Background: an optimization exercise with open tools, aiming at small area, a short achievable clock period and few clock cycles per item. Do not read the settings as production practice. Function was not checked in any run shown here: the RTL went through the layout flow alone. No activity file was given, so power comes from the tool's default toggle rates.

===== flow/config.mk =====
export PLATFORM = sky130hd
export DESIGN_NAME = cvu_contexts
export DESIGN_NICKNAME = cvu_contexts
export VERILOG_FILES = /design/flow/design.v
export SDC_FILE = /design/flow/constraint.sdc
export NUM_CORES = 4
export LEC_CHECK = 0
export CAP_MARGIN = 20
export CORE_MARGIN = 2
export CORE_UTILIZATION = 45
export PLACE_DENSITY = 0.6
export SETUP_SLACK_MARGIN = 4.7
export SLEW_MARGIN = 20

===== flow/constraint.sdc =====
create_clock -name core_clock -period 8.0 [get_ports {clk}]
set_input_delay 1.6000 -clock core_clock [delete_from_list [all_inputs] [get_ports {clk}]]
set_output_delay 1.6000 -clock core_clock [all_outputs]
set_load 0.01 [all_outputs]

===== flow/design.v =====
module cvu_contexts (
    input  wire        clk,
    input  wire        rst,
    input  wire        req_valid,
    output wire        req_ready,
    input  wire        req_write,
    input  wire [7:0]  req_waddr,
    input  wire [31:0] req_wdata,
    input  wire [3:0]  req_be,
    output wire        rsp_valid,
    output wire [31:0] rsp_rdata
);
    localparam [2:0] R_CFG    = 3'd0;
    localparam [2:0] R_CMD    = 3'd1;
    localparam [2:0] R_FEED   = 3'd2;
    localparam [2:0] R_STATE  = 3'd3;
    localparam [2:0] R_RESULT = 3'd4;
    localparam [2:0] R_COUNT  = 3'd5;
    localparam [1:0] ALG_CRC32  = 2'd1;
    localparam [1:0] ALG_CRC16  = 2'd2;
    function [31:0] f_c32c_1;
        input [31:0] s;
        input [7:0] b;
        input [7:0] c;
        begin
            f_c32c_1[0] = b[0] ^ b[1] ^ b[2] ^ b[3] ^ b[4] ^ s[0] ^ s[1] ^ s[2] ^ s[3] ^ s[4] ^ s[8];
            f_c32c_1[1] = b[0] ^ b[1] ^ b[2] ^ b[3] ^ b[4] ^ b[5] ^ s[0] ^ s[1] ^ s[2] ^ s[3] ^ s[4] ^ s[5] ^ s[9];
            f_c32c_1[2] = b[1] ^ b[2] ^ b[3] ^ b[4] ^ b[5] ^ b[6] ^ s[1] ^ s[2] ^ s[3] ^ s[4] ^ s[5] ^ s[6] ^ s[10];
            f_c32c_1[3] = b[2] ^ b[3] ^ b[4] ^ b[5] ^ b[6] ^ b[7] ^ s[2] ^ s[3] ^ s[4] ^ s[5] ^ s[6] ^ s[7] ^ s[11];
            f_c32c_1[4] = b[1] ^ b[2] ^ b[5] ^ b[6] ^ b[7] ^ s[1] ^ s[2] ^ s[5] ^ s[6] ^ s[7] ^ s[12];
            f_c32c_1[5] = b[1] ^ b[4] ^ b[6] ^ b[7] ^ s[1] ^ s[4] ^ s[6] ^ s[7] ^ s[13];
            f_c32c_1[6] = b[1] ^ b[3] ^ b[4] ^ b[5] ^ b[7] ^ s[1] ^ s[3] ^ s[4] ^ s[5] ^ s[7] ^ s[14];
            f_c32c_1[7] = b[1] ^ b[3] ^ b[5] ^ b[6] ^ s[1] ^ s[3] ^ s[5] ^ s[6] ^ s[15];
            f_c32c_1[8] = b[0] ^ b[2] ^ b[4] ^ b[6] ^ b[7] ^ s[0] ^ s[2] ^ s[4] ^ s[6] ^ s[7] ^ s[16];
            f_c32c_1[9] = b[0] ^ b[2] ^ b[4] ^ b[5] ^ b[7] ^ s[0] ^ s[2] ^ s[4] ^ s[5] ^ s[7] ^ s[17];
            f_c32c_1[10] = b[2] ^ b[4] ^ b[5] ^ b[6] ^ s[2] ^ s[4] ^ s[5] ^ s[6] ^ s[18];
            f_c32c_1[11] = b[3] ^ b[5] ^ b[6] ^ b[7] ^ s[3] ^ s[5] ^ s[6] ^ s[7] ^ s[19];
            f_c32c_1[12] = b[1] ^ b[2] ^ b[3] ^ b[6] ^ b[7] ^ s[1] ^ s[2] ^ s[3] ^ s[6] ^ s[7] ^ s[20];
            f_c32c_1[13] = b[1] ^ b[7] ^ s[1] ^ s[7] ^ s[21];
            f_c32c_1[14] = b[1] ^ b[3] ^ b[4] ^ s[1] ^ s[3] ^ s[4] ^ s[22];
            f_c32c_1[15] = b[0] ^ b[2] ^ b[4] ^ b[5] ^ s[0] ^ s[2] ^ s[4] ^ s[5] ^ s[23];
            f_c32c_1[16] = b[0] ^ b[1] ^ b[3] ^ b[5] ^ b[6] ^ s[0] ^ s[1] ^ s[3] ^ s[5] ^ s[6] ^ s[24];
            f_c32c_1[17] = b[0] ^ b[1] ^ b[2] ^ b[4] ^ b[6] ^ b[7] ^ s[0] ^ s[1] ^ s[2] ^ s[4] ^ s[6] ^ s[7] ^ s[25];
            f_c32c_1[18] = b[4] ^ b[5] ^ b[7] ^ s[4] ^ s[5] ^ s[7] ^ s[26];
            f_c32c_1[19] = b[0] ^ b[1] ^ b[2] ^ b[3] ^ b[4] ^ b[5] ^ b[6] ^ s[0] ^ s[1] ^ s[2] ^ s[3] ^ s[4] ^ s[5] ^ s[6] ^ s[27];
            f_c32c_1[20] = b[1] ^ b[2] ^ b[3] ^ b[4] ^ b[5] ^ b[6] ^ b[7] ^ s[1] ^ s[2] ^ s[3] ^ s[4] ^ s[5] ^ s[6] ^ s[7] ^ s[28];
            f_c32c_1[21] = b[0] ^ b[1] ^ b[5] ^ b[6] ^ b[7] ^ s[0] ^ s[1] ^ s[5] ^ s[6] ^ s[7] ^ s[29];
            f_c32c_1[22] = b[0] ^ b[3] ^ b[4] ^ b[6] ^ b[7] ^ s[0] ^ s[3] ^ s[4] ^ s[6] ^ s[7] ^ s[30];
            f_c32c_1[23] = b[2] ^ b[3] ^ b[5] ^ b[7] ^ s[2] ^ s[3] ^ s[5] ^ s[7] ^ s[31];
            f_c32c_1[24] = b[1] ^ b[2] ^ b[6] ^ s[1] ^ s[2] ^ s[6];
            f_c32c_1[25] = b[0] ^ b[2] ^ b[3] ^ b[7] ^ s[0] ^ s[2] ^ s[3] ^ s[7];
            f_c32c_1[26] = b[2] ^ s[2];
            f_c32c_1[27] = b[3] ^ s[3];
            f_c32c_1[28] = b[0] ^ b[4] ^ s[0] ^ s[4];
            f_c32c_1[29] = b[0] ^ b[1] ^ b[5] ^ s[0] ^ s[1] ^ s[5];
            f_c32c_1[30] = b[0] ^ b[1] ^ b[2] ^ b[6] ^ s[0] ^ s[1] ^ s[2] ^ s[6];
            f_c32c_1[31] = b[0] ^ b[1] ^ b[2] ^ b[3] ^ b[7] ^ s[0] ^ s[1] ^ s[2] ^ s[3] ^ s[7];
        end
    endfunction
    function [31:0] f_c32c_2;
        input [31:0] s;
        input [7:0] b;
        input [7:0] c;
        begin
            f_c32c_2[0] = b[0] ^ b[4] ^ b[7] ^ c[0] ^ c[1] ^ c[2] ^ c[3] ^ c[4] ^ s[0] ^ s[4] ^ s[7] ^ s[8] ^ s[9] ^ s[10] ^ s[11] ^ s[12] ^ s[16];
            f_c32c_2[1] = b[0] ^ b[1] ^ b[5] ^ c[0] ^ c[1] ^ c[2] ^ c[3] ^ c[4] ^ c[5] ^ s[0] ^ s[1] ^ s[5] ^ s[8] ^ s[9] ^ s[10] ^ s[11] ^ s[12] ^ s[13] ^ s[17];
            f_c32c_2[2] = b[0] ^ b[1] ^ b[2] ^ b[6] ^ c[1] ^ c[2] ^ c[3] ^ c[4] ^ c[5] ^ c[6] ^ s[0] ^ s[1] ^ s[2] ^ s[6] ^ s[9] ^ s[10] ^ s[11] ^ s[12] ^ s[13] ^ s[14] ^ s[18];
            f_c32c_2[3] = b[1] ^ b[2] ^ b[3] ^ b[7] ^ c[2] ^ c[3] ^ c[4] ^ c[5] ^ c[6] ^ c[7] ^ s[1] ^ s[2] ^ s[3] ^ s[7] ^ s[10] ^ s[11] ^ s[12] ^ s[13] ^ s[14] ^ s[15] ^ s[19];
            f_c32c_2[4] = b[0] ^ b[2] ^ b[3] ^ b[7] ^ c[1] ^ c[2] ^ c[5] ^ c[6] ^ c[7] ^ s[0] ^ s[2] ^ s[3] ^ s[7] ^ s[9] ^ s[10] ^ s[13] ^ s[14] ^ s[15] ^ s[20];
            f_c32c_2[5] = b[0] ^ b[1] ^ b[3] ^ b[7] ^ c[1] ^ c[4] ^ c[6] ^ c[7] ^ s[0] ^ s[1] ^ s[3] ^ s[7] ^ s[9] ^ s[12] ^ s[14] ^ s[15] ^ s[21];
            f_c32c_2[6] = b[0] ^ b[1] ^ b[2] ^ b[7] ^ c[1] ^ c[3] ^ c[4] ^ c[5] ^ c[7] ^ s[0] ^ s[1] ^ s[2] ^ s[7] ^ s[9] ^ s[11] ^ s[12] ^ s[13] ^ s[15] ^ s[22];
            f_c32c_2[7] = b[1] ^ b[2] ^ b[3] ^ b[4] ^ b[7] ^ c[1] ^ c[3] ^ c[5] ^ c[6] ^ s[1] ^ s[2] ^ s[3] ^ s[4] ^ s[7] ^ s[9] ^ s[11] ^ s[13] ^ s[14] ^ s[23];
            f_c32c_2[8] = b[2] ^ b[3] ^ b[4] ^ b[5] ^ c[0] ^ c[2] ^ c[4] ^ c[6] ^ c[7] ^ s[2] ^ s[3] ^ s[4] ^ s[5] ^ s[8] ^ s[10] ^ s[12] ^ s[14] ^ s[15] ^ s[24];
            f_c32c_2[9] = b[3] ^ b[5] ^ b[6] ^ b[7] ^ c[0] ^ c[2] ^ c[4] ^ c[5] ^ c[7] ^ s[3] ^ s[5] ^ s[6] ^ s[7] ^ s[8] ^ s[10] ^ s[12] ^ s[13] ^ s[15] ^ s[25];
            f_c32c_2[10] = b[6] ^ c[2] ^ c[4] ^ c[5] ^ c[6] ^ s[6] ^ s[10] ^ s[12] ^ s[13] ^ s[14] ^ s[26];
            f_c32c_2[11] = b[0] ^ b[7] ^ c[3] ^ c[5] ^ c[6] ^ c[7] ^ s[0] ^ s[7] ^ s[11] ^ s[13] ^ s[14] ^ s[15] ^ s[27];
            f_c32c_2[12] = b[0] ^ b[1] ^ b[4] ^ b[7] ^ c[1] ^ c[2] ^ c[3] ^ c[6] ^ c[7] ^ s[0] ^ s[1] ^ s[4] ^ s[7] ^ s[9] ^ s[10] ^ s[11] ^ s[14] ^ s[15] ^ s[28];
            f_c32c_2[13] = b[1] ^ b[2] ^ b[4] ^ b[5] ^ b[7] ^ c[1] ^ c[7] ^ s[1] ^ s[2] ^ s[4] ^ s[5] ^ s[7] ^ s[9] ^ s[15] ^ s[29];
            f_c32c_2[14] = b[2] ^ b[3] ^ b[4] ^ b[5] ^ b[6] ^ b[7] ^ c[1] ^ c[3] ^ c[4] ^ s[2] ^ s[3] ^ s[4] ^ s[5] ^ s[6] ^ s[7] ^ s[9] ^ s[11] ^ s[12] ^ s[30];
            f_c32c_2[15] = b[0] ^ b[3] ^ b[4] ^ b[5] ^ b[6] ^ b[7] ^ c[0] ^ c[2] ^ c[4] ^ c[5] ^ s[0] ^ s[3] ^ s[4] ^ s[5] ^ s[6] ^ s[7] ^ s[8] ^ s[10] ^ s[12] ^ s[13] ^ s[31];
            f_c32c_2[16] = b[1] ^ b[4] ^ b[5] ^ b[6] ^ b[7] ^ c[0] ^ c[1] ^ c[3] ^ c[5] ^ c[6] ^ s[1] ^ s[4] ^ s[5] ^ s[6] ^ s[7] ^ s[8] ^ s[9] ^ s[11] ^ s[13] ^ s[14];
            f_c32c_2[17] = b[0] ^ b[2] ^ b[5] ^ b[6] ^ b[7] ^ c[0] ^ c[1] ^ c[2] ^ c[4] ^ c[6] ^ c[7] ^ s[0] ^ s[2] ^ s[5] ^ s[6] ^ s[7] ^ s[8] ^ s[9] ^ s[10] ^ s[12] ^ s[14] ^ s[15];
            f_c32c_2[18] = b[1] ^ b[3] ^ b[4] ^ b[6] ^ c[4] ^ c[5] ^ c[7] ^ s[1] ^ s[3] ^ s[4] ^ s[6] ^ s[12] ^ s[13] ^ s[15];
            f_c32c_2[19] = b[2] ^ b[5] ^ c[0] ^ c[1] ^ c[2] ^ c[3] ^ c[4] ^ c[5] ^ c[6] ^ s[2] ^ s[5] ^ s[8] ^ s[9] ^ s[10] ^ s[11] ^ s[12] ^ s[13] ^ s[14];
            f_c32c_2[20] = b[3] ^ b[6] ^ c[1] ^ c[2] ^ c[3] ^ c[4] ^ c[5] ^ c[6] ^ c[7] ^ s[3] ^ s[6] ^ s[9] ^ s[10] ^ s[11] ^ s[12] ^ s[13] ^ s[14] ^ s[15];
            f_c32c_2[21] = b[0] ^ c[0] ^ c[1] ^ c[5] ^ c[6] ^ c[7] ^ s[0] ^ s[8] ^ s[9] ^ s[13] ^ s[14] ^ s[15];
            f_c32c_2[22] = b[1] ^ b[4] ^ b[7] ^ c[0] ^ c[3] ^ c[4] ^ c[6] ^ c[7] ^ s[1] ^ s[4] ^ s[7] ^ s[8] ^ s[11] ^ s[12] ^ s[14] ^ s[15];
            f_c32c_2[23] = b[0] ^ b[2] ^ b[4] ^ b[5] ^ b[7] ^ c[2] ^ c[3] ^ c[5] ^ c[7] ^ s[0] ^ s[2] ^ s[4] ^ s[5] ^ s[7] ^ s[10] ^ s[11] ^ s[13] ^ s[15];
            f_c32c_2[24] = b[0] ^ b[1] ^ b[3] ^ b[4] ^ b[5] ^ b[6] ^ b[7] ^ c[1] ^ c[2] ^ c[6] ^ s[0] ^ s[1] ^ s[3] ^ s[4] ^ s[5] ^ s[6] ^ s[7] ^ s[9] ^ s[10] ^ s[14];
            f_c32c_2[25] = b[0] ^ b[1] ^ b[2] ^ b[4] ^ b[5] ^ b[6] ^ b[7] ^ c[0] ^ c[2] ^ c[3] ^ c[7] ^ s[0] ^ s[1] ^ s[2] ^ s[4] ^ s[5] ^ s[6] ^ s[7] ^ s[8] ^ s[10] ^ s[11] ^ s[15];
            f_c32c_2[26] = b[1] ^ b[2] ^ b[3] ^ b[4] ^ b[5] ^ b[6] ^ c[2] ^ s[1] ^ s[2] ^ s[3] ^ s[4] ^ s[5] ^ s[6] ^ s[10];
            f_c32c_2[27] = b[2] ^ b[3] ^ b[4] ^ b[5] ^ b[6] ^ b[7] ^ c[3] ^ s[2] ^ s[3] ^ s[4] ^ s[5] ^ s[6] ^ s[7] ^ s[11];
            f_c32c_2[28] = b[0] ^ b[3] ^ b[4] ^ b[5] ^ b[6] ^ b[7] ^ c[0] ^ c[4] ^ s[0] ^ s[3] ^ s[4] ^ s[5] ^ s[6] ^ s[7] ^ s[8] ^ s[12];
            f_c32c_2[29] = b[1] ^ b[4] ^ b[5] ^ b[6] ^ b[7] ^ c[0] ^ c[1] ^ c[5] ^ s[1] ^ s[4] ^ s[5] ^ s[6] ^ s[7] ^ s[8] ^ s[9] ^ s[13];
            f_c32c_2[30] = b[2] ^ b[5] ^ b[6] ^ b[7] ^ c[0] ^ c[1] ^ c[2] ^ c[6] ^ s[2] ^ s[5] ^ s[6] ^ s[7] ^ s[8] ^ s[9] ^ s[10] ^ s[14];
            f_c32c_2[31] = b[3] ^ b[6] ^ b[7] ^ c[0] ^ c[1] ^ c[2] ^ c[3] ^ c[7] ^ s[3] ^ s[6] ^ s[7] ^ s[8] ^ s[9] ^ s[10] ^ s[11] ^ s[15];
        end
    endfunction
    function [31:0] f_c32_1;
        input [31:0] s;
        input [7:0] b;
        input [7:0] c;
        begin
            f_c32_1[0] = b[2] ^ s[2] ^ s[8];
            f_c32_1[1] = b[0] ^ b[3] ^ s[0] ^ s[3] ^ s[9];
            f_c32_1[2] = b[0] ^ b[1] ^ b[4] ^ s[0] ^ s[1] ^ s[4] ^ s[10];
            f_c32_1[3] = b[1] ^ b[2] ^ b[5] ^ s[1] ^ s[2] ^ s[5] ^ s[11];
            f_c32_1[4] = b[0] ^ b[2] ^ b[3] ^ b[6] ^ s[0] ^ s[2] ^ s[3] ^ s[6] ^ s[12];
            f_c32_1[5] = b[1] ^ b[3] ^ b[4] ^ b[7] ^ s[1] ^ s[3] ^ s[4] ^ s[7] ^ s[13];
            f_c32_1[6] = b[4] ^ b[5] ^ s[4] ^ s[5] ^ s[14];
            f_c32_1[7] = b[0] ^ b[5] ^ b[6] ^ s[0] ^ s[5] ^ s[6] ^ s[15];
            f_c32_1[8] = b[1] ^ b[6] ^ b[7] ^ s[1] ^ s[6] ^ s[7] ^ s[16];
            f_c32_1[9] = b[7] ^ s[7] ^ s[17];
            f_c32_1[10] = b[2] ^ s[2] ^ s[18];
            f_c32_1[11] = b[3] ^ s[3] ^ s[19];
            f_c32_1[12] = b[0] ^ b[4] ^ s[0] ^ s[4] ^ s[20];
            f_c32_1[13] = b[0] ^ b[1] ^ b[5] ^ s[0] ^ s[1] ^ s[5] ^ s[21];
            f_c32_1[14] = b[1] ^ b[2] ^ b[6] ^ s[1] ^ s[2] ^ s[6] ^ s[22];
            f_c32_1[15] = b[2] ^ b[3] ^ b[7] ^ s[2] ^ s[3] ^ s[7] ^ s[23];
            f_c32_1[16] = b[0] ^ b[2] ^ b[3] ^ b[4] ^ s[0] ^ s[2] ^ s[3] ^ s[4] ^ s[24];
            f_c32_1[17] = b[0] ^ b[1] ^ b[3] ^ b[4] ^ b[5] ^ s[0] ^ s[1] ^ s[3] ^ s[4] ^ s[5] ^ s[25];
            f_c32_1[18] = b[0] ^ b[1] ^ b[2] ^ b[4] ^ b[5] ^ b[6] ^ s[0] ^ s[1] ^ s[2] ^ s[4] ^ s[5] ^ s[6] ^ s[26];
            f_c32_1[19] = b[1] ^ b[2] ^ b[3] ^ b[5] ^ b[6] ^ b[7] ^ s[1] ^ s[2] ^ s[3] ^ s[5] ^ s[6] ^ s[7] ^ s[27];
            f_c32_1[20] = b[3] ^ b[4] ^ b[6] ^ b[7] ^ s[3] ^ s[4] ^ s[6] ^ s[7] ^ s[28];
            f_c32_1[21] = b[2] ^ b[4] ^ b[5] ^ b[7] ^ s[2] ^ s[4] ^ s[5] ^ s[7] ^ s[29];
            f_c32_1[22] = b[2] ^ b[3] ^ b[5] ^ b[6] ^ s[2] ^ s[3] ^ s[5] ^ s[6] ^ s[30];
            f_c32_1[23] = b[3] ^ b[4] ^ b[6] ^ b[7] ^ s[3] ^ s[4] ^ s[6] ^ s[7] ^ s[31];
            f_c32_1[24] = b[0] ^ b[2] ^ b[4] ^ b[5] ^ b[7] ^ s[0] ^ s[2] ^ s[4] ^ s[5] ^ s[7];
            f_c32_1[25] = b[0] ^ b[1] ^ b[2] ^ b[3] ^ b[5] ^ b[6] ^ s[0] ^ s[1] ^ s[2] ^ s[3] ^ s[5] ^ s[6];
            f_c32_1[26] = b[0] ^ b[1] ^ b[2] ^ b[3] ^ b[4] ^ b[6] ^ b[7] ^ s[0] ^ s[1] ^ s[2] ^ s[3] ^ s[4] ^ s[6] ^ s[7];
            f_c32_1[27] = b[1] ^ b[3] ^ b[4] ^ b[5] ^ b[7] ^ s[1] ^ s[3] ^ s[4] ^ s[5] ^ s[7];
            f_c32_1[28] = b[0] ^ b[4] ^ b[5] ^ b[6] ^ s[0] ^ s[4] ^ s[5] ^ s[6];
            f_c32_1[29] = b[0] ^ b[1] ^ b[5] ^ b[6] ^ b[7] ^ s[0] ^ s[1] ^ s[5] ^ s[6] ^ s[7];
            f_c32_1[30] = b[0] ^ b[1] ^ b[6] ^ b[7] ^ s[0] ^ s[1] ^ s[6] ^ s[7];
            f_c32_1[31] = b[1] ^ b[7] ^ s[1] ^ s[7];
        end
    endfunction
    function [31:0] f_c32_2;
        input [31:0] s;
        input [7:0] b;
        input [7:0] c;
        begin
            f_c32_2[0] = b[0] ^ b[4] ^ b[6] ^ b[7] ^ c[2] ^ s[0] ^ s[4] ^ s[6] ^ s[7] ^ s[10] ^ s[16];
            f_c32_2[1] = b[1] ^ b[5] ^ b[7] ^ c[0] ^ c[3] ^ s[1] ^ s[5] ^ s[7] ^ s[8] ^ s[11] ^ s[17];
            f_c32_2[2] = b[2] ^ b[6] ^ c[0] ^ c[1] ^ c[4] ^ s[2] ^ s[6] ^ s[8] ^ s[9] ^ s[12] ^ s[18];
            f_c32_2[3] = b[3] ^ b[7] ^ c[1] ^ c[2] ^ c[5] ^ s[3] ^ s[7] ^ s[9] ^ s[10] ^ s[13] ^ s[19];
            f_c32_2[4] = b[4] ^ c[0] ^ c[2] ^ c[3] ^ c[6] ^ s[4] ^ s[8] ^ s[10] ^ s[11] ^ s[14] ^ s[20];
            f_c32_2[5] = b[5] ^ c[1] ^ c[3] ^ c[4] ^ c[7] ^ s[5] ^ s[9] ^ s[11] ^ s[12] ^ s[15] ^ s[21];
            f_c32_2[6] = b[0] ^ b[4] ^ b[7] ^ c[4] ^ c[5] ^ s[0] ^ s[4] ^ s[7] ^ s[12] ^ s[13] ^ s[22];
            f_c32_2[7] = b[1] ^ b[5] ^ c[0] ^ c[5] ^ c[6] ^ s[1] ^ s[5] ^ s[8] ^ s[13] ^ s[14] ^ s[23];
            f_c32_2[8] = b[0] ^ b[2] ^ b[6] ^ c[1] ^ c[6] ^ c[7] ^ s[0] ^ s[2] ^ s[6] ^ s[9] ^ s[14] ^ s[15] ^ s[24];
            f_c32_2[9] = b[1] ^ b[3] ^ b[4] ^ b[6] ^ c[7] ^ s[1] ^ s[3] ^ s[4] ^ s[6] ^ s[15] ^ s[25];
            f_c32_2[10] = b[2] ^ b[5] ^ b[6] ^ c[2] ^ s[2] ^ s[5] ^ s[6] ^ s[10] ^ s[26];
            f_c32_2[11] = b[3] ^ b[6] ^ b[7] ^ c[3] ^ s[3] ^ s[6] ^ s[7] ^ s[11] ^ s[27];
            f_c32_2[12] = b[0] ^ b[4] ^ b[7] ^ c[0] ^ c[4] ^ s[0] ^ s[4] ^ s[7] ^ s[8] ^ s[12] ^ s[28];
            f_c32_2[13] = b[0] ^ b[1] ^ b[5] ^ c[0] ^ c[1] ^ c[5] ^ s[0] ^ s[1] ^ s[5] ^ s[8] ^ s[9] ^ s[13] ^ s[29];
            f_c32_2[14] = b[1] ^ b[2] ^ b[6] ^ c[1] ^ c[2] ^ c[6] ^ s[1] ^ s[2] ^ s[6] ^ s[9] ^ s[10] ^ s[14] ^ s[30];
            f_c32_2[15] = b[2] ^ b[3] ^ b[7] ^ c[2] ^ c[3] ^ c[7] ^ s[2] ^ s[3] ^ s[7] ^ s[10] ^ s[11] ^ s[15] ^ s[31];
            f_c32_2[16] = b[0] ^ b[3] ^ b[6] ^ b[7] ^ c[0] ^ c[2] ^ c[3] ^ c[4] ^ s[0] ^ s[3] ^ s[6] ^ s[7] ^ s[8] ^ s[10] ^ s[11] ^ s[12];
            f_c32_2[17] = b[0] ^ b[1] ^ b[4] ^ b[7] ^ c[0] ^ c[1] ^ c[3] ^ c[4] ^ c[5] ^ s[0] ^ s[1] ^ s[4] ^ s[7] ^ s[8] ^ s[9] ^ s[11] ^ s[12] ^ s[13];
            f_c32_2[18] = b[1] ^ b[2] ^ b[5] ^ c[0] ^ c[1] ^ c[2] ^ c[4] ^ c[5] ^ c[6] ^ s[1] ^ s[2] ^ s[5] ^ s[8] ^ s[9] ^ s[10] ^ s[12] ^ s[13] ^ s[14];
            f_c32_2[19] = b[0] ^ b[2] ^ b[3] ^ b[6] ^ c[1] ^ c[2] ^ c[3] ^ c[5] ^ c[6] ^ c[7] ^ s[0] ^ s[2] ^ s[3] ^ s[6] ^ s[9] ^ s[10] ^ s[11] ^ s[13] ^ s[14] ^ s[15];
            f_c32_2[20] = b[0] ^ b[1] ^ b[3] ^ b[6] ^ c[3] ^ c[4] ^ c[6] ^ c[7] ^ s[0] ^ s[1] ^ s[3] ^ s[6] ^ s[11] ^ s[12] ^ s[14] ^ s[15];
            f_c32_2[21] = b[1] ^ b[2] ^ b[6] ^ c[2] ^ c[4] ^ c[5] ^ c[7] ^ s[1] ^ s[2] ^ s[6] ^ s[10] ^ s[12] ^ s[13] ^ s[15];
            f_c32_2[22] = b[2] ^ b[3] ^ b[4] ^ b[6] ^ c[2] ^ c[3] ^ c[5] ^ c[6] ^ s[2] ^ s[3] ^ s[4] ^ s[6] ^ s[10] ^ s[11] ^ s[13] ^ s[14];
            f_c32_2[23] = b[3] ^ b[4] ^ b[5] ^ b[7] ^ c[3] ^ c[4] ^ c[6] ^ c[7] ^ s[3] ^ s[4] ^ s[5] ^ s[7] ^ s[11] ^ s[12] ^ s[14] ^ s[15];
            f_c32_2[24] = b[0] ^ b[5] ^ b[7] ^ c[0] ^ c[2] ^ c[4] ^ c[5] ^ c[7] ^ s[0] ^ s[5] ^ s[7] ^ s[8] ^ s[10] ^ s[12] ^ s[13] ^ s[15];
            f_c32_2[25] = b[1] ^ b[4] ^ b[7] ^ c[0] ^ c[1] ^ c[2] ^ c[3] ^ c[5] ^ c[6] ^ s[1] ^ s[4] ^ s[7] ^ s[8] ^ s[9] ^ s[10] ^ s[11] ^ s[13] ^ s[14];
            f_c32_2[26] = b[2] ^ b[5] ^ c[0] ^ c[1] ^ c[2] ^ c[3] ^ c[4] ^ c[6] ^ c[7] ^ s[2] ^ s[5] ^ s[8] ^ s[9] ^ s[10] ^ s[11] ^ s[12] ^ s[14] ^ s[15];
            f_c32_2[27] = b[0] ^ b[3] ^ b[4] ^ b[7] ^ c[1] ^ c[3] ^ c[4] ^ c[5] ^ c[7] ^ s[0] ^ s[3] ^ s[4] ^ s[7] ^ s[9] ^ s[11] ^ s[12] ^ s[13] ^ s[15];
            f_c32_2[28] = b[0] ^ b[1] ^ b[5] ^ b[6] ^ b[7] ^ c[0] ^ c[4] ^ c[5] ^ c[6] ^ s[0] ^ s[1] ^ s[5] ^ s[6] ^ s[7] ^ s[8] ^ s[12] ^ s[13] ^ s[14];
            f_c32_2[29] = b[1] ^ b[2] ^ b[6] ^ b[7] ^ c[0] ^ c[1] ^ c[5] ^ c[6] ^ c[7] ^ s[1] ^ s[2] ^ s[6] ^ s[7] ^ s[8] ^ s[9] ^ s[13] ^ s[14] ^ s[15];
            f_c32_2[30] = b[2] ^ b[3] ^ b[4] ^ b[6] ^ c[0] ^ c[1] ^ c[6] ^ c[7] ^ s[2] ^ s[3] ^ s[4] ^ s[6] ^ s[8] ^ s[9] ^ s[14] ^ s[15];
            f_c32_2[31] = b[3] ^ b[5] ^ b[6] ^ c[1] ^ c[7] ^ s[3] ^ s[5] ^ s[6] ^ s[9] ^ s[15];
        end
    endfunction
    function [31:0] f_c16_1;
        input [31:0] s;
        input [7:0] b;
        input [7:0] c;
        begin
            f_c16_1[0] = b[0] ^ b[4] ^ s[8] ^ s[12];
            f_c16_1[1] = b[1] ^ b[5] ^ s[9] ^ s[13];
            f_c16_1[2] = b[2] ^ b[6] ^ s[10] ^ s[14];
            f_c16_1[3] = b[3] ^ b[7] ^ s[11] ^ s[15];
            f_c16_1[4] = b[4] ^ s[12];
            f_c16_1[5] = b[0] ^ b[4] ^ b[5] ^ s[8] ^ s[12] ^ s[13];
            f_c16_1[6] = b[1] ^ b[5] ^ b[6] ^ s[9] ^ s[13] ^ s[14];
            f_c16_1[7] = b[2] ^ b[6] ^ b[7] ^ s[10] ^ s[14] ^ s[15];
            f_c16_1[8] = b[3] ^ b[7] ^ s[0] ^ s[11] ^ s[15];
            f_c16_1[9] = b[4] ^ s[1] ^ s[12];
            f_c16_1[10] = b[5] ^ s[2] ^ s[13];
            f_c16_1[11] = b[6] ^ s[3] ^ s[14];
            f_c16_1[12] = b[0] ^ b[4] ^ b[7] ^ s[4] ^ s[8] ^ s[12] ^ s[15];
            f_c16_1[13] = b[1] ^ b[5] ^ s[5] ^ s[9] ^ s[13];
            f_c16_1[14] = b[2] ^ b[6] ^ s[6] ^ s[10] ^ s[14];
            f_c16_1[15] = b[3] ^ b[7] ^ s[7] ^ s[11] ^ s[15];
            f_c16_1[16] = 1'b0;
            f_c16_1[17] = 1'b0;
            f_c16_1[18] = 1'b0;
            f_c16_1[19] = 1'b0;
            f_c16_1[20] = 1'b0;
            f_c16_1[21] = 1'b0;
            f_c16_1[22] = 1'b0;
            f_c16_1[23] = 1'b0;
            f_c16_1[24] = 1'b0;
            f_c16_1[25] = 1'b0;
            f_c16_1[26] = 1'b0;
            f_c16_1[27] = 1'b0;
            f_c16_1[28] = 1'b0;
            f_c16_1[29] = 1'b0;
            f_c16_1[30] = 1'b0;
            f_c16_1[31] = 1'b0;
        end
    endfunction
    function [31:0] f_c16_2;
        input [31:0] s;
        input [7:0] b;
        input [7:0] c;
        begin
            f_c16_2[0] = b[0] ^ b[3] ^ b[4] ^ c[0] ^ c[4] ^ s[0] ^ s[4] ^ s[8] ^ s[11] ^ s[12];
            f_c16_2[1] = b[1] ^ b[4] ^ b[5] ^ c[1] ^ c[5] ^ s[1] ^ s[5] ^ s[9] ^ s[12] ^ s[13];
            f_c16_2[2] = b[2] ^ b[5] ^ b[6] ^ c[2] ^ c[6] ^ s[2] ^ s[6] ^ s[10] ^ s[13] ^ s[14];
            f_c16_2[3] = b[3] ^ b[6] ^ b[7] ^ c[3] ^ c[7] ^ s[3] ^ s[7] ^ s[11] ^ s[14] ^ s[15];
            f_c16_2[4] = b[0] ^ b[4] ^ b[7] ^ c[4] ^ s[4] ^ s[8] ^ s[12] ^ s[15];
            f_c16_2[5] = b[0] ^ b[1] ^ b[3] ^ b[4] ^ b[5] ^ c[0] ^ c[4] ^ c[5] ^ s[0] ^ s[4] ^ s[5] ^ s[8] ^ s[9] ^ s[11] ^ s[12] ^ s[13];
            f_c16_2[6] = b[1] ^ b[2] ^ b[4] ^ b[5] ^ b[6] ^ c[1] ^ c[5] ^ c[6] ^ s[1] ^ s[5] ^ s[6] ^ s[9] ^ s[10] ^ s[12] ^ s[13] ^ s[14];
            f_c16_2[7] = b[2] ^ b[3] ^ b[5] ^ b[6] ^ b[7] ^ c[2] ^ c[6] ^ c[7] ^ s[2] ^ s[6] ^ s[7] ^ s[10] ^ s[11] ^ s[13] ^ s[14] ^ s[15];
            f_c16_2[8] = b[0] ^ b[3] ^ b[4] ^ b[6] ^ b[7] ^ c[3] ^ c[7] ^ s[3] ^ s[7] ^ s[8] ^ s[11] ^ s[12] ^ s[14] ^ s[15];
            f_c16_2[9] = b[0] ^ b[1] ^ b[4] ^ b[5] ^ b[7] ^ c[4] ^ s[4] ^ s[8] ^ s[9] ^ s[12] ^ s[13] ^ s[15];
            f_c16_2[10] = b[1] ^ b[2] ^ b[5] ^ b[6] ^ c[5] ^ s[5] ^ s[9] ^ s[10] ^ s[13] ^ s[14];
            f_c16_2[11] = b[2] ^ b[3] ^ b[6] ^ b[7] ^ c[6] ^ s[6] ^ s[10] ^ s[11] ^ s[14] ^ s[15];
            f_c16_2[12] = b[0] ^ b[7] ^ c[0] ^ c[4] ^ c[7] ^ s[0] ^ s[4] ^ s[7] ^ s[8] ^ s[15];
            f_c16_2[13] = b[0] ^ b[1] ^ c[1] ^ c[5] ^ s[1] ^ s[5] ^ s[8] ^ s[9];
            f_c16_2[14] = b[1] ^ b[2] ^ c[2] ^ c[6] ^ s[2] ^ s[6] ^ s[9] ^ s[10];
            f_c16_2[15] = b[2] ^ b[3] ^ c[3] ^ c[7] ^ s[3] ^ s[7] ^ s[10] ^ s[11];
            f_c16_2[16] = 1'b0;
            f_c16_2[17] = 1'b0;
            f_c16_2[18] = 1'b0;
            f_c16_2[19] = 1'b0;
            f_c16_2[20] = 1'b0;
            f_c16_2[21] = 1'b0;
            f_c16_2[22] = 1'b0;
            f_c16_2[23] = 1'b0;
            f_c16_2[24] = 1'b0;
            f_c16_2[25] = 1'b0;
            f_c16_2[26] = 1'b0;
            f_c16_2[27] = 1'b0;
            f_c16_2[28] = 1'b0;
            f_c16_2[29] = 1'b0;
            f_c16_2[30] = 1'b0;
            f_c16_2[31] = 1'b0;
        end
    endfunction
    function [31:0] crc_upto2;
        input [31:0] s;
        input [7:0]  b;
        input [7:0]  c;
        input        one;
        input        two;
        input [1:0]  alg;
        reg   [31:0] t1, t2;
        begin
            case (alg)
                ALG_CRC32: begin t1 = f_c32_1(s, b, 8'h0);  t2 = f_c32_2(s, b, c);  end
                ALG_CRC16: begin t1 = f_c16_1(s, b, 8'h0);  t2 = f_c16_2(s, b, c);  end
                default:   begin t1 = f_c32c_1(s, b, 8'h0); t2 = f_c32c_2(s, b, c); end
            endcase
            crc_upto2 = two ? t2 : one ? t1 : s;
        end
    endfunction
    function [31:0] crc_2;
        input [31:0] s;
        input [7:0]  b;
        input [7:0]  c;
        input [1:0]  alg;
        begin
            case (alg)
                ALG_CRC32: crc_2 = f_c32_2(s, b, c);
                ALG_CRC16: crc_2 = f_c16_2(s, b, c);
                default:   crc_2 = f_c32c_2(s, b, c);
            endcase
        end
    endfunction
    function [31:0] pack_feed;
        input [31:0] wd;
        input [3:0]  be;
        input        swap;
        reg   [7:0]  q [0:3];
        reg   [2:0]  n;
        integer i, l;
        begin
            q[0] = 8'h0; q[1] = 8'h0; q[2] = 8'h0; q[3] = 8'h0;
            n = 3'd0;
            for (i = 0; i < 4; i = i + 1) begin
                l = swap ? 3 - i : i;
                if (be[l]) begin
                    q[n[1:0]] = wd[8*l +: 8];
                    n = n + 3'd1;
                end
            end
            if (n[0])
                pack_feed = {q[2], q[1], 8'h00, q[0]};
            else
                pack_feed = {q[3], q[2], q[1], q[0]};
        end
    endfunction
    reg        stall_q;
    reg        a_v;
    reg        a_wr;
    reg        a_ctxacc;
    reg        a_dg;
    reg [3:0]  a_ctx;
    reg [15:0] a_oh;             
    reg [2:0]  a_reg;
    reg [31:0] a_wd;
    reg [3:0]  a_be;
    reg [5:0]  dg_q;
    wire acc = req_valid & ~stall_q;
    wire       in_ctxacc = req_waddr[7] ^ req_waddr[6];
    wire [3:0] in_ctx    = {req_waddr[7], req_waddr[5:3]};
    wire [2:0] in_reg    = req_waddr[2:0];
    wire in_needsc = in_ctxacc &&
                     (req_write ? (in_reg == R_FEED)
                                : (in_reg == R_STATE || in_reg == R_RESULT || in_reg == R_COUNT));
    wire a_feed = a_v && a_wr && a_ctxacc && (a_reg == R_FEED);
    always @(posedge clk) begin
        if (rst) begin
            stall_q <= 1'b0;
            a_v     <= 1'b0;
        end else begin
            stall_q <= acc && a_feed && in_needsc && (in_ctx == a_ctx);
            if (!stall_q)
                a_v <= req_valid;
        end
        if (acc) begin
            a_wr     <= req_write;
            a_ctxacc <= in_ctxacc;
            a_dg     <= (req_waddr == 8'h01);
            a_ctx    <= in_ctx;
            a_oh     <= 16'h0001 << in_ctx;
            a_reg    <= in_reg;
            a_wd     <= req_wdata;
            a_be     <= req_be;
        end
    end
    always @(posedge clk) begin
        if (rst)
            dg_q <= 6'h0;
        else if (a_v && !stall_q && a_wr && a_dg)
            dg_q <= a_wd[5:0];
    end
    wire [16*32-1:0] s_all;
    wire [16*32-1:0] cnt_all;
    wire [16*2-1:0]  alg_all;
    wire [15:0]      swap_all;
    reg        r_v;
    reg [3:0]  r_ctx;
    reg        r_feed, r_cfgw, r_init, r_stw, r_cntw, r_rd;
    reg [2:0]  r_rsel;           
    reg [31:0] r_wd;             
    reg [2:0]  r_nb;             
    reg [31:0] r_s;
    reg [31:0] r_cnt;
    reg [1:0]  r_alg;
    reg        r_swap;
    reg        x_v;
    reg [3:0]  x_ctx;
    reg        x_feed, x_ws, x_wc, x_wcfg;
    reg [31:0] x_data;           
    reg [31:0] x_cnt;
    reg [1:0]  x_alg;
    reg        x_swap;
    reg        x_two;            
    reg [15:0] x_bytes;
    reg        w_v;
    reg [3:0]  w_ctx;
    reg [15:0] w_oh;             
    reg        w_ws, w_wc, w_wcfg;
    reg [31:0] w_s;
    reg [31:0] w_cnt;
    reg [1:0]  w_alg;
    reg        w_swap;
    reg        r_usew;           
    wire [31:0] x_s_fin = (x_feed && x_two) ? crc_2(x_data, x_bytes[7:0], x_bytes[15:8], x_alg) : x_data;
    wire        r_16 = (r_alg == ALG_CRC16);
    wire [31:0] r_sv    = r_usew ? w_s : r_s;
    wire [31:0] r_s_two = crc_upto2(r_sv, r_wd[7:0], r_wd[15:8], r_nb[0], ~r_nb[0] & (r_nb[2] | r_nb[1]), r_alg);
    wire [31:0] r_s_simple = r_init ? (r_16 ? 32'h0000FFFF : 32'hFFFFFFFF)
                                    : (r_16 ? {16'h0, r_wd[15:0]} : r_wd);
    wire [31:0] r_cnt_simple = r_init ? 32'h0 : r_wd;
    reg [31:0] r_rdata;
    always @(*) begin
        case (r_rsel)
            R_CFG:    r_rdata = {27'h0, r_swap, 2'b00, r_alg};
            R_STATE:  r_rdata = r_16 ? {16'h0, r_sv[15:0]} : r_sv;
            R_RESULT: r_rdata = r_16 ? {16'h0, r_sv[15:0]} : ~r_sv;
            R_COUNT:  r_rdata = r_cnt;
            3'd6:     r_rdata = r_wd;
            default:  r_rdata = 32'h0;
        endcase
    end
    reg [31:0] rf_s, rf_cnt;
    reg [1:0]  rf_alg;
    reg        rf_swap;
    integer k;
    always @(*) begin
        rf_s = 32'h0; rf_cnt = 32'h0; rf_alg = 2'h0; rf_swap = 1'b0;
        for (k = 0; k < 16; k = k + 1) begin
            rf_s    = rf_s    | (s_all[32*k +: 32]   & {32{a_oh[k]}});
            rf_cnt  = rf_cnt  | (cnt_all[32*k +: 32] & {32{a_oh[k]}});
            rf_alg  = rf_alg  | (alg_all[2*k +: 2]   & {2{a_oh[k]}});
            rf_swap = rf_swap | (swap_all[k] & a_oh[k]);
        end
    end
    wire hit_r = r_v && (r_ctx == a_ctx);
    wire hit_x = x_v && (x_ctx == a_ctx);
    wire hit_w = w_v && (w_ctx == a_ctx);
    wire hit_rs = hit_r && (r_init || r_stw);
    wire a_usew = !hit_rs && hit_x && x_ws && x_feed;
    wire [31:0] a_s = hit_rs           ? r_s_simple :
                      (hit_x && x_ws)  ? x_data     :
                      (hit_w && w_ws)  ? w_s        : rf_s;
    wire [31:0] a_cnt = (hit_r && (r_init || r_cntw)) ? r_cnt_simple :
                        (hit_x && x_wc)               ? x_cnt        :
                        (hit_w && w_wc)               ? w_cnt        : rf_cnt;
    wire [1:0]  a_alg = (hit_r && r_cfgw) ? r_wd[1:0] :
                        (hit_x && x_wcfg) ? x_alg     :
                        (hit_w && w_wcfg) ? w_alg     : rf_alg;
    wire        a_swap = (hit_r && r_cfgw) ? r_wd[4] :
                         (hit_x && x_wcfg) ? x_swap  :
                         (hit_w && w_wcfg) ? w_swap  : rf_swap;
    wire a_ok  = a_v && !stall_q;
    wire a_cw  = a_wr && a_ctxacc;
    always @(posedge clk) begin
        if (rst)
            r_v <= 1'b0;
        else
            r_v <= a_ok;
        r_ctx  <= a_ctx;
        r_feed <= a_cw && (a_reg == R_FEED);
        r_cfgw <= a_cw && (a_reg == R_CFG);
        r_init <= a_cw && (a_reg == R_CMD) && a_wd[0];
        r_stw  <= a_cw && (a_reg == R_STATE);
        r_cntw <= a_cw && (a_reg == R_COUNT);
        r_rd   <= !a_wr;
        r_rsel <= a_dg ? 3'd6 : a_ctxacc ? ((a_reg[2:1] == 2'b11) ? 3'd7 : a_reg) : 3'd7;
        r_wd   <= (a_dg && !a_wr)             ? {26'h0, dg_q} :
                  (a_cw && (a_reg == R_FEED)) ? pack_feed(a_wd, a_be, a_swap) :
                                                a_wd;
        r_nb   <= {2'b00, a_be[0]} + {2'b00, a_be[1]} + {2'b00, a_be[2]} + {2'b00, a_be[3]};
        r_s    <= a_s;
        r_cnt  <= a_cnt;
        r_alg  <= a_alg;
        r_swap <= a_swap;
        r_usew <= a_usew;
    end
    always @(posedge clk) begin
        if (rst)
            x_v <= 1'b0;
        else
            x_v <= r_v;
        x_ctx  <= r_ctx;
        x_feed <= r_feed;
        x_ws   <= r_v && (r_feed || r_init || r_stw);
        x_wc   <= r_v && (r_feed || r_init || r_cntw);
        x_wcfg <= r_v && r_cfgw;
        x_data <= r_feed ? r_s_two : r_rd ? r_rdata : r_s_simple;
        x_cnt  <= r_feed ? r_cnt + {29'h0, r_nb} : r_cnt_simple;
        x_alg  <= r_cfgw ? r_wd[1:0] : r_alg;
        x_swap <= r_wd[4];
        x_two   <= r_nb[2] | (r_nb[1] & r_nb[0]);
        x_bytes <= r_wd[31:16];
    end
    always @(posedge clk) begin
        if (rst) begin
            w_v  <= 1'b0;
            w_oh <= 16'h0;
        end else begin
            w_v  <= x_v;
            w_oh <= x_v ? (16'h0001 << x_ctx) : 16'h0;
        end
        w_ctx  <= x_ctx;
        w_ws   <= x_ws;
        w_wc   <= x_wc;
        w_wcfg <= x_wcfg;
        w_s    <= x_s_fin;
        w_cnt  <= x_cnt;
        w_alg  <= x_alg;
        w_swap <= x_swap;
    end
    wire [31:0] wb_s    = rst ? 32'h0 : w_s;
    wire [31:0] wb_cnt  = rst ? 32'h0 : w_cnt;
    wire [1:0]  wb_alg  = rst ? 2'h0  : w_alg;
    wire        wb_swap = ~rst & w_swap;
    genvar c;
    generate
        for (c = 0; c < 16; c = c + 1) begin : g_ctx
            wire we_s  = rst | (w_oh[c] & w_ws);
            wire we_c  = rst | (w_oh[c] & w_wc);
            wire we_g  = rst | (w_oh[c] & w_wcfg);
            reg [31:0] s_q;
            reg [31:0] cnt_q;
            reg [1:0]  alg_q;
            reg        swap_q;
            assign s_all[32*c +: 32]   = s_q;
            assign cnt_all[32*c +: 32] = cnt_q;
            assign alg_all[2*c +: 2]   = alg_q;
            assign swap_all[c]         = swap_q;
            always @(posedge clk) begin
                s_q    <= (wb_s & {32{we_s}})    | (s_q & {32{~we_s}});
                cnt_q  <= (wb_cnt & {32{we_c}})  | (cnt_q & {32{~we_c}});
                alg_q  <= (wb_alg & {2{we_g}})   | (alg_q & {2{~we_g}});
                swap_q <= (wb_swap & we_g)       | (swap_q & ~we_g);
            end
        end
    endgenerate
    assign req_ready = ~stall_q;
    assign rsp_valid = x_v;
    assign rsp_rdata = x_data;
endmodule

===== flow/run.sh =====
#!/bin/bash
# synth_recipe.tcl (not shown) runs the flow's synth.tcl, then flattens the netlist and writes it again
# the make line also repeats each setting of config.mk as NAME=value (left out here)
make -C /OpenROAD-flow-scripts/flow DESIGN_CONFIG=/design/flow/config.mk WORK_HOME=/design/flow/orfs CLKGATE_MAP_FILE= SYNTH_SCRIPT=/design/flow/synth_recipe.tcl finish

==> results.toml, run 1 <==
[run_status]
status = "timing/DRC/antenna clean"

[floorplan]
io_pins = 82
die_w_um = 388
die_y_um = 388
rows = 140
initial_core_util_pct = 45.5
core_region_area_um2 = 146000
die_area_um2 = 151000

[pwr]
p_leak_nw = 27.6
power_density_nw_per_um2 = 319
ir_drop_v = 0.000209

[route]
ant_nets = 0
drtIter0Drc = 5990
routed_via_density = 6.40
drt_wl_total_um = 246000
drc = 0
vias = 47456
firstDrtPassIters = 7
wl_per_cell_um = 33.1

[clock_network]
numCtsBuffers = 147
cts_tree = "done"
clkSinkCount = 1443
htree_levels = 4
cts.clk_slew.worst_paths_ns = 0.06
cts_buffer_depth = 3
hold_buffers = 0
clk_latency_ns = 0.80
root_buffer = "clkbuf_16"

[yosys]
yosys_warnings = 2
syn_nets = 5250
synth_edf_count = 1134
async_flop_share_pct = 0
synth_area_um2 = 66400
synthDistinctLibCells = 86
ys.flop_type = "edfxtp_1"
ys_seq_area_share_pct = 60.6
ys_seq_elements = 1443
synthCells = 5189
avgSynthCellArea_um2 = 12.8

[placement]
pre_cts_slack_ns = 2.74
hpwlAfterDp_um = 149000
dp_cells = 6992
port_buffers = 81
gp_congestion = 1.00
place_area_um2 = 69700

[critical_path]
required_ns = 8.65
setup.worst_path.start = "a_ctx[1]$_DFFE_PP_"
endpoint_kind = "flip-flop"
cp.arrival_ns = 4.48
startpoint_type = "flip-flop"
r2r_setup_slack_ns = 4.17
worstSetupPathType = "flip-flop to flip-flop"
reg2reg_depth = 17
r2r-end = "r_wd[21]$_SDFF_PP0_"
rr_startpoint = "a_ctx[1]$_DFFE_PP_"
critPathMaxFanout = 7

[hold_path]
hold_path.class = "flip-flop to flip-flop"
worstHoldStart = "x_swap$_DFF_P_"
min_path_cells = 0
min_to = "w_swap$_DFF_P_"

[grt]
grt_start_max_net_pins = 79
grt_pass1_vias = 45253
grt-ovfl-total = 0
track_usage_pct = 31.9
antenna_found_initial = 8
grt_pass1_wl_um = 345000

[finish]
drive_above_1_share_pct = 15.5
final_cell_mix = "1134 x edfxtp_1, 626 x xnor2_1, 275 x nand2_1"
syn_to_final_growth_pct = 17.0
mostFrequentLayoutCell = "edfxtp_1"
nets = 5433
fin_util_pct = 53.2
instances_no_fill = 7419
fin_area_um2 = 77700

[sta]
finalCritPeriodShare_pct = 47.9
skew_ns = 0.0315
slew_headroom_pct = 23.0
fmax_ghz = 0.261
setup_violations = 0
hold_viol_final = 0
worst_slack_ns = 4.17
tns_ns = 0
worstMarginPinSlew_ns = 1.15
rsz0062_at_grt = "true"
min_period_ns = 3.83
slew_viol_final = 0

[run]
maxCapViolations = 0
[per-layer routing]
| metal | global-route usage, % | routed length, um | part of all wire [%] |
|---|---|---|---|
| met3 | 7.11 | 26300 | 11 |
| met1 | 44.4 | 99000 | 40 |
| met4 | 12.9 | 10400 | 4.2 |
| met2 | 48.4 | 110000 | 45 |
| met5 | 1.18 | 391 | 0.16 |
[kinds of logic (layout without fill, tap and decap cells)]
group	after synthesis	count (layout)	synth area share, %
fa+ha+maj	13	13	0.267
simple gates	951	951	6.65
compound gates	1331	1332	14.4
buf+inv	396	700	2.42
xor+xnor	976	976	14.2
mux	79	79	1.42
flops	1443	1443	60.6
other cells	0	8	0
[report_power, final]
part	leakage [nW]	switching, W	internal (W)	total [W]
Sequential	14.1	0.000496	0.00890	0.00939
Clock	2.36	0.00301	0.00392	0.00693
Combinational	11.1	0.00502	0.00348	0.00850
Total	27.6	0.00852	0.0163	0.0248
[how the worst max path moves through the flow]
stage / end / slack, ns / depth (start not counted)
4_1_cts: r_wd[30]$_SDFF_PP0_ / 4.33 / 15
3_5_place_dp: r_wd[27]$_SDFF_PP0_ / 2.74 / 18
6_report: r_wd[21]$_SDFF_PP0_ / 4.17 / 17
5_1_grt: r_wd[22]$_SDFF_PP0_ / 4.00 / 17
3_3_place_gp: r_wd[31]$_SDFF_PP0_ / 2.70 / 18
2_1_floorplan: r_wd[18]$_SDFF_PP0_ / 4.51 / 17
[cell usage after synthesis (31+ instances only)]
master    count  area share [%]
buf_2        34            0.26
a21o_1       54            0.61
a22oi_1     266             3.0
nor2b_1      79            0.74
xnor2_1     653             8.6
edfxtp_1   1134              51
xor2_1      248             3.3
a221oi_1    198             2.6
o21ai_0     191             1.4
buf_1        62            0.35
a21oi_1     180             1.4
nor3_1       51            0.38
nand4_1      72            0.68
dfxtp_1     309             9.3
nand2_1     284             1.6
nand3_1      78            0.59
a211oi_1     85            0.96
and3_1       58            0.55
o211ai_1     31            0.35
a22o_1      177             2.3
nor2_1      276             1.6
clkbuf_1    252             1.4
mux2i_1      63            0.95
[worst max-delay path, stage by stage, from the launching register on]
cell	delay, ns
edfxtp_1	0.48
xor2_2	0.19
nor3_2	0.22
nand4_1	0.20
buf_4	0.20
a221o_2	0.36
o211ai_1	0.22
and2_4	0.22
inv_4	0.04
ha_4	0.33
nand2_1	0.13
nor2_2	0.15
o221ai_2	0.12
buf_4	0.17
o311a_4	0.16
buf_6	0.15
a31oi_4	0.22
o221ai_2	0.12
[timing repair]
action	in CTS	in global routing
gates cloned	12	0
setup endpoints to repair	245	104
pin swaps	37	36
setup buffers	91	45
gates resized for setup	263	100
[through the flow]
stage / hold slack, ns / total power (W)
final: 0.347 / 0.0248
after global routing: 0.339 / 0.0256
after CTS: 0.347 / 0.0245
after detailed placement: 0.342 / 0.0173
after global placement: 0.334 / 0.0173
after floorplan: 0.323 / 0.0148
[final cells by class]
type | count | area [um2]
fillers | 12410 | 68400
repair inverters | 1 | 8.76
inverters | 36 | 160
clock inverters | 68 | 723
repair buffers | 392 | 3950
well taps | 1917 | 2400
flip-flops and latches | 1443 | 40300
diodes | 8 | 20.0
clock buffers | 203 | 4140
multi-input cells | 3351 | 26000
==> inputs of run 2 (changes only) <==
--- a/flow/design.v
+++ b/flow/design.v
@@ -282,27 +282,21 @@
             endcase
         end
     endfunction
-    function [31:0] pack_feed;
-        input [31:0] wd;
-        input [3:0]  be;
-        input        swap;
-        reg   [7:0]  q [0:3];
-        reg   [2:0]  n;
-        integer i, l;
+    function [1:0] lane_first;
+        input [3:0] e;
+        input       swap;
         begin
-            q[0] = 8'h0; q[1] = 8'h0; q[2] = 8'h0; q[3] = 8'h0;
-            n = 3'd0;
-            for (i = 0; i < 4; i = i + 1) begin
-                l = swap ? 3 - i : i;
-                if (be[l]) begin
-                    q[n[1:0]] = wd[8*l +: 8];
-                    n = n + 3'd1;
-                end
-            end
-            if (n[0])
-                pack_feed = {q[2], q[1], 8'h00, q[0]};
-            else
-                pack_feed = {q[3], q[2], q[1], q[0]};
+            if (!swap) lane_first = e[0] ? 2'd0 : e[1] ? 2'd1 : e[2] ? 2'd2 : 2'd3;
+            else       lane_first = e[3] ? 2'd3 : e[2] ? 2'd2 : e[1] ? 2'd1 : 2'd0;
+        end
+    endfunction
+    function [1:0] lane_second;
+        input [3:0] e;
+        input       swap;
+        reg   [3:0] m;
+        begin
+            m = e & ~(4'b0001 << lane_first(e, swap));
+            lane_second = lane_first(m, swap);
         end
     endfunction
     reg        stall_q;
@@ -413,9 +407,22 @@
             rf_swap = rf_swap | (swap_all[k] & a_oh[k]);
         end
     end
-    wire hit_r = r_v && (r_ctx == a_ctx);
-    wire hit_x = x_v && (x_ctx == a_ctx);
-    wire hit_w = w_v && (w_ctx == a_ctx);
+    reg hit_r, hit_x, hit_w;
+    always @(posedge clk) begin
+        if (rst) begin
+            hit_r <= 1'b0;
+            hit_x <= 1'b0;
+            hit_w <= 1'b0;
+        end else if (stall_q) begin
+            hit_r <= 1'b0;
+            hit_x <= hit_r;
+            hit_w <= hit_x;
+        end else begin
+            hit_r <= a_v && (a_ctx == in_ctx);
+            hit_x <= r_v && (r_ctx == in_ctx);
+            hit_w <= x_v && (x_ctx == in_ctx);
+        end
+    end
     wire hit_rs = hit_r && (r_init || r_stw);
     wire a_usew = !hit_rs && hit_x && x_ws && x_feed;
     wire [31:0] a_s = hit_rs           ? r_s_simple :
@@ -430,6 +437,15 @@
     wire        a_swap = (hit_r && r_cfgw) ? r_wd[4] :
                          (hit_x && x_wcfg) ? x_swap  :
                          (hit_w && w_wcfg) ? w_swap  : rf_swap;
+    wire [1:0] a_l0f = lane_first(a_be, 1'b0),  a_l1f = lane_first(a_be, 1'b1);
+    wire [1:0] a_l0s = lane_second(a_be, 1'b0), a_l1s = lane_second(a_be, 1'b1);
+    wire [1:0] a_l0l = lane_first(a_be, 1'b1),  a_l1l = lane_first(a_be, 1'b0);
+    wire       a_all = &a_be;
+    wire [1:0] a_lf  = a_swap ? a_l1f : a_l0f;
+    wire [1:0] a_ls  = a_swap ? a_l1s : a_l0s;
+    wire [1:0] a_ll  = a_swap ? a_l1l : a_l0l;
+    wire [1:0] a_lx  = a_all ? (a_swap ? 2'd1 : 2'd2) : a_ls;
+    wire [31:0] a_pack = {a_wd[8*a_ll +: 8], a_wd[8*a_lx +: 8], a_wd[8*a_ls +: 8], a_wd[8*a_lf +: 8]};
     wire a_ok  = a_v && !stall_q;
     wire a_cw  = a_wr && a_ctxacc;
     always @(posedge clk) begin
@@ -446,7 +462,7 @@
         r_rd   <= !a_wr;
         r_rsel <= a_dg ? 3'd6 : a_ctxacc ? ((a_reg[2:1] == 2'b11) ? 3'd7 : a_reg) : 3'd7;
         r_wd   <= (a_dg && !a_wr)             ? {26'h0, dg_q} :
-                  (a_cw && (a_reg == R_FEED)) ? pack_feed(a_wd, a_be, a_swap) :
+                  (a_cw && (a_reg == R_FEED)) ? a_pack :
                                                 a_wd;
         r_nb   <= {2'b00, a_be[0]} + {2'b00, a_be[1]} + {2'b00, a_be[2]} + {2'b00, a_be[3]};
         r_s    <= a_s;
--- a/flow/config.mk
+++ b/flow/config.mk
@@ -9,5 +9,5 @@
 export CORE_MARGIN = 2
 export CORE_UTILIZATION = 45
 export PLACE_DENSITY = 0.6
-export SETUP_SLACK_MARGIN = 4.7
+export SETUP_SLACK_MARGIN = 4.8
 export SLEW_MARGIN = 20
==> run 2 against run 1 <==
  * Combinational power fell by 3.4%
  * Synthesized cell count decreased by 1.8%
  * Final cell count down 1.2%
  * Setup slack gained 0.62 ns
  * Non-clock buffer count is 1 lower
  * Clock power about the same
  * Register-to-register slack improved by 0.62 ns
  * Global-route usage is 0.87 points lower
  * Sequential power about the same
  * Maximum frequency is 19% higher
  * Power fell by 1.3%
  * Critical path type unchanged
  * Largest cell class unchanged
==> results.toml, run 2 <==
[run_status]
status = "timing/DRC/antenna clean"

[sta]
tns_ns = 0
skew_ns = 0.0435
rsz0062_at_grt = "true"
slew_viol_final = 0
holdWs_ns = 0.341
slew_headroom_pct = 24.6
finalCritPeriodShare_pct = 40.1
worstMarginPinSlew_ns = 1.13
setup_violations = 0
hold_viol_final = 0
worst_slack_ns = 4.79
min_period_ns = 3.21
fmax_ghz = 0.312

[critical_path]
cp_slowest_cell = "xor2_1"
r2r-end = "x_data[8]$_DFF_P_"
r2r_setup_slack_ns = 4.79
required_ns = 8.67
worst-path-buf-inv = 4
worstSetupPathType = "flip-flop to flip-flop"
startpoint_type = "flip-flop"
cp.arrival_ns = 3.87
path_cells = "buf_12 > buf_6 > mux2i_4 > buf_12 > buf_4 > xnor2_2 > xor2_1 > xor2_1 > xnor2_1 > o21ai_0 > a211oi_1 > nor3_1"
critPathMaxFanout = 12
cp_slowest_stage_delay_ns = 0.48
reg2reg_depth = 12
crit_family = "XOR/XNOR gates"
rr_startpoint = "r_usew$_DFF_P_"
endpoint_kind = "flip-flop"

[yosys]
syn_nets = 5161
yosys.area_share.simple_pct = 6.42
synth_top_area_cell = "edfxtp_1"
synth_top_area_share_pct = 51.3
yosys.area_share.xor_xnor_pct = 14.1
synth_commonest_cells = "1134 x edfxtp_1, 622 x xnor2_1, 307 x dfxtp_1"
ys.flop_type = "edfxtp_1"
async_flop_share_pct = 0
yosys.area_share.adder_pct = 0.306
synth.area.top_cells = "edfxtp_1 51%, dfxtp_1 9.3%, xnor2_1 8.2%, a22oi_1 3.0%, xor2_1 2.6%"
synthCells = 5098
synth_top_family_by_area = "compound AO/OA/AOI/OAI gates"
synth_area_um2 = 66300
ys_seq_elements = 1441
synth_edf_count = 1134
synth.most_common_cell = "edfxtp_1"
yosys_warnings = 1
avgSynthCellArea_um2 = 13.0
synth.area.mux_share_pct = 1.65
synth-compound-area-share_pct = 14.4
ys_seq_area_share_pct = 60.6
synthDistinctLibCells = 87

[finish]
fin_util_pct = 52.9
mostFrequentLayoutCell = "edfxtp_1"
fillCellCount = 12398
final_cell_mix = "1134 x edfxtp_1, 582 x xnor2_1, 269 x dfxtp_1"
drive_above_1_share_pct = 15.5
syn_to_final_growth_pct = 16.6
nets = 5349

[clock_network]
cts_tree = "done"
htree_levels = 4
clk_latency_ns = 0.80
cts.clk_slew.worst_paths_ns = 0.07
numCtsBuffers = 150
clkSinkCount = 1441
root_buffer = "clkbuf_16"
cts_buffer_depth = 3
hold_buffers = 0

[route]
routed_via_density = 6.37
ant_nets = 0
drt_wl_total_um = 240000
drtIter0Drc = 5584
drc = 0
wl_per_cell_um = 32.8
vias = 46689
firstDrtPassIters = 6

[floorplan]
core_region_area_um2 = 146000
die_y_um = 388
rows = 140
initial_core_util_pct = 45.4
io_pins = 82
die_area_um2 = 151000
die_w_um = 388

[placement]
pre_cts_slack_ns = 3.70
hpwlAfterDp_um = 145000
gp_congestion = 1.08
port_buffers = 81

[hold_path]
hold_path.class = "flip-flop to flip-flop"
worstHoldStart = "x_cnt[9]$_DFF_P_"
min_path_cells = 0
min_to = "w_cnt[9]$_DFF_P_"

[grt]
grt_pass1_vias = 44611
track_usage_pct = 31.1
grt_start_max_net_pins = 69
grt_pass1_wl_um = 336000
grt-ovfl-total = 0
antenna_found_initial = 9

[pwr]
ir_drop_v = 0.000237
total_power_w = 0.0245
p_leak_nw = 27.9
power_density_nw_per_um2 = 317

[run]
maxCapViolations = 0
## run 2: changes by cell type after synthesis, moves of 30 or more
cell / change
nand2b_1: +35
xnor2_1: -31
xnor3_1: +30
nand2_1: -48
inv_1: +31
xor2_1: -51
nor2_1: -43
## run 2: through the flow
stage	instances	cell area [um2]
2_1_floorplan	5098	66400
3_3_place_gp	6887	69400
3_5_place_dp	6889	69500
4_1_cts	7260	76100
5_1_grt	7327	77300
6_report	7330	77300
## run 2: logic make-up (layout without fill, tap and decap cells)
kind of cell,count (synthesis),count (layout)
other,0,4
xor gates and xnor gates,924,924
AOI/OAI and AO/OA,1321,1321
DFF,1441,1441
and+or+nand+nor,887,887
muxes,94,94
buffers and inverters,416,727
adders and majority gates,15,15
## run 2: where the power goes
group	switching [W]	leakage [nW]	internal (W)
logic	0.00471	11.5	0.00350
registers	0.000472	14.1	0.00890
clock network	0.00304	2.35	0.00387
## run 2: repair_timing
item                       CTS  global route
resized for setup          240           109
buffers inserted            94            61
gates cloned                 2             2
pin swaps                   19            32
setup endpoints to repair  407           576
## run 2: layer usage
metal,wire [um],GRT usage [%]
met5,161,0
met4,11400,13.3
met3,26900,7.96
met2,107000,47.2
met1,94800,42.2
## run 2: how the worst max path moves through the flow
stage | slack, ns | to | cells after the start | startpoint
after floorplan | 4.71 | flip-flop | 4 | rst
after global placement | 3.79 | flip-flop | 3 | rst
after detailed placement | 3.70 | flip-flop | 3 | rst
after CTS | 4.60 | flip-flop | 3 | rst
after global routing | 4.75 | r_wd[19]$_SDFF_PP0_ | 12 | a_oh[10]$_SDFFCE_PN0P_
final | 4.79 | x_data[8]$_DFF_P_ | 12 | r_usew$_DFF_P_
## run 2: layout make-up
type                       count  area (um2)  area share [%]
antenna                        4        10.0          0.0129
clock buffer                 196        4080            5.28
clock inverter                79         786            1.02
inverter                      61         236           0.306
multi-input combinational   3241       25700            33.2
sequential                  1441       40300            52.1
tap                         1917        2400            3.10
timing repair buffer         391        3810            4.93

## static timing again, ports no longer ideal
How much do the figures lean on ideal ports? The routed layouts below were timed once more, with nothing changed but the port constraints.
Step 1 sets driving cells, clkbuf_16 on the clock port and buf_2 on the other inputs (assumed; they add their load-dependent delay and slew).
Step 2 adds t to the input delays and takes it off the output delays; t is the mean of the earliest and latest rising clock arrival at the registers after step 1. Input paths then give back, and output paths get back, about the clock's delay inside the block.
Three values: ideal ports, drivers, drivers and shift; two values: the first two.
| run | t, ns | setup slack, ns | hold WS [ns] | latest minus earliest clock arrival (ns) | cell pins on the clock port's net |
|---|---|---|---|---|---|
| run 1 | 0.862 | 4.168 / 4.168 / 3.969 | 0.347 / 0.347 / 0.347 | 0.033 / 0.032 | 1 |
| run 2 | 0.855 | 4.790 / 4.758 / 4.133 | 0.341 / 0.341 / 0.341 | 0.050 / 0.050 | 1 |
After both steps setup and hold are still met in every run listed. For run 2, which loses most, drivers alone change the setup slack by -0.032 ns; drivers and shift together by -0.657 ns.
